From an optimization exercise on the open Yosys and OpenROAD flow, aimed at small area, a short achievable clock period and few clock cycles; shortcuts taken in it are not production practice.
Only simulation tests tie the RTL to the original design; equivalence was not proved.
Power and IR drop assume default switching activity.

Setup of main:
==> flow/design.v (excerpt) <==
module crc_engine (
    input  wire        clk,
    input  wire        rst_n,
    input  wire        start,
    input  wire [6:0]  cfg_width,        
    input  wire [63:0] cfg_poly,         
    input  wire [63:0] cfg_init,
    input  wire [63:0] cfg_xorout,
    input  wire        cfg_refin,
    input  wire        cfg_refout,
    input  wire [3:0]  cfg_prefix_len,   
    input  wire [63:0] cfg_prefix,
    input  wire [3:0]  cfg_suffix_len,   
    input  wire [63:0] cfg_suffix,
    input  wire        in_valid,
    input  wire [7:0]  in_data,
    input  wire        in_last,
    output reg         in_ready,
    output reg         busy,
    output reg         done,
    output reg  [63:0] result
);
    localparam [2:0] S_IDLE = 3'd0,
                     S_AL1  = 3'd1,
                     S_AL2  = 3'd2,
                     S_RUN  = 3'd3,
                     S_OUT  = 3'd4;
    reg [2:0]  state;
    reg        ld;           
    reg [3:0]  pre_left;     
    reg [3:0]  suf_left;     
    reg        got_last;     
    reg        data_done;    
    reg [7:0]  hb;           
    reg        hb_v;
    reg        hb_l;
    reg [7:0]  fr;           
    reg        use_hb;       
    reg [7:1]  mc;           
    reg [63:0] crc;          
    reg [63:0] poly;         
    reg [5:0]  rot;          
    reg        refin;
    reg        refout;
    reg [63:0] xorout;
    reg [63:0] prefix;
    reg [63:0] suffix;
    function [63:0] rev64(input [63:0] v);
        integer n;
        begin
            for (n = 0; n < 64; n = n + 1)
                rev64[n] = v[63 - n];
        end
    endfunction
    function [7:0] rev8(input [7:0] v);
        integer n;
        begin
            for (n = 0; n < 8; n = n + 1)
                rev8[n] = v[7 - n];
        end
    endfunction
    function [7:1] mcoef(input [63:57] ptop);
        integer d, e;
        reg [7:0] m;
        begin
            m[0] = 1'b1;
            for (d = 1; d < 8; d = d + 1) begin
                m[d] = 1'b0;
                for (e = 1; e <= d; e = e + 1)
                    m[d] = m[d] ^ (ptop[64 - e] & m[d - e]);
            end
            mcoef = m[7:1];
        end
    endfunction
    wire run     = (state == S_RUN);
    wire pre_ph  = (pre_left != 4'd0);
    wire suf_ph  = !pre_ph && data_done;
    wire step    = run && (!use_hb || hb_v);
  ...
For scale: ~3300 cells after synthesis, roughly 440 flip-flops, roughly 420 I/O pins.
Settings: LEC_CHECK=0, CAP_MARGIN=20, CORE_MARGIN=2, CORE_UTILIZATION=30, SETUP_SLACK_MARGIN=1.0, SLEW_MARGIN=20; clock period 25.0 ns.
standard.sh (not shown) runs the stock make flow with config.mk's settings and CLKGATE_MAP_FILE= SYNTH_SCRIPT=/design/flow/synth_recipe.tcl, a recipe that flattens the netlist after the stock synthesis.
==> flow/flow/run.sh <==
#!/bin/bash
# The standard layout, with two changes to how it is made:
#  - port buffers are sky130_fd_sc_hd__buf_1 instead of the default delay cell
#  - repair_timing aims for a large setup margin, so that the critical paths
#    are sized for a much shorter cycle than the 25 ns clock
# make's output goes to run_standard.log here; ORFS's own logs stay in orfs/logs.
set -euo pipefail
bash standard.sh \
  'BUFFER_PORTS_ARGS=-buffer_cell sky130_fd_sc_hd__buf_1' \
  SETUP_SLACK_MARGIN=18.6 \
  finish > run_standard.log 2>&1
Testbench counts of main, summed over its fixed seeds: cycles 16,503.
## Diff of input files: the feature branch against main
- CTS_CLUSTER_DIAMETER: unset -> 100
- CTS_CLUSTER_SIZE: unset -> 30
-- flow/flow/run.sh --
<<< main, line 9
  'BUFFER_PORTS_ARGS=-buffer_cell sky130_fd_sc_hd__buf_1' \
  SETUP_SLACK_MARGIN=18.6 \
  finish > run_standard.log 2>&1
>>> the feature branch, line 9
  'BUFFER_PORTS_ARGS=-buffer_cell sky130_fd_sc_hd__buf_1' \
  SETUP_SLACK_MARGIN=19.0 \
  finish > run_standard.log 2>&1
### Flow results
The feature branch against main; total of clock buffers placed in the layout is down by more than half. Summary of the feature branch over main: cell area lower; combinational group share of total power higher. Against main as the reference, the feature branch delivers a lower met3 routed wirelength. The feature branch ends up with a number of H-tree levels that is 1 lower than in main. Share of layout cells above drive strength 1: the feature branch and main compared, higher one is the feature branch.

## static timing again, ports no longer ideal
How much do the figures lean on ideal ports? The routed layouts below were timed once more, with nothing changed but the port constraints.
Step 1, drivers: a clkbuf_16 drives clk and a buf_2 each remaining input, both assumed.
Step 2, shift: input delay + t, output delay - t, t = (earliest + latest rising clock arrival at the registers) / 2. This alone moves slack from input paths to output paths.
Three values: no drivers, after step 1, after step 2; two values: the first two.
run | t (ns) | slack for setup (ns) | latest minus earliest clock arrival (ns) | cell pins on the clock port's net
main | 0.722 | 18.739 / 18.677 / 18.684 | 0.040 / 0.040 | 1
the feature branch | 0.716 | 18.861 / 18.800 / 18.678 | 0.038 / 0.037 | 1
After both steps setup and hold are still met in every run listed. For the feature branch, which loses most, drivers alone change the setup slack by -0.061 ns; drivers and shift together by -0.183 ns.
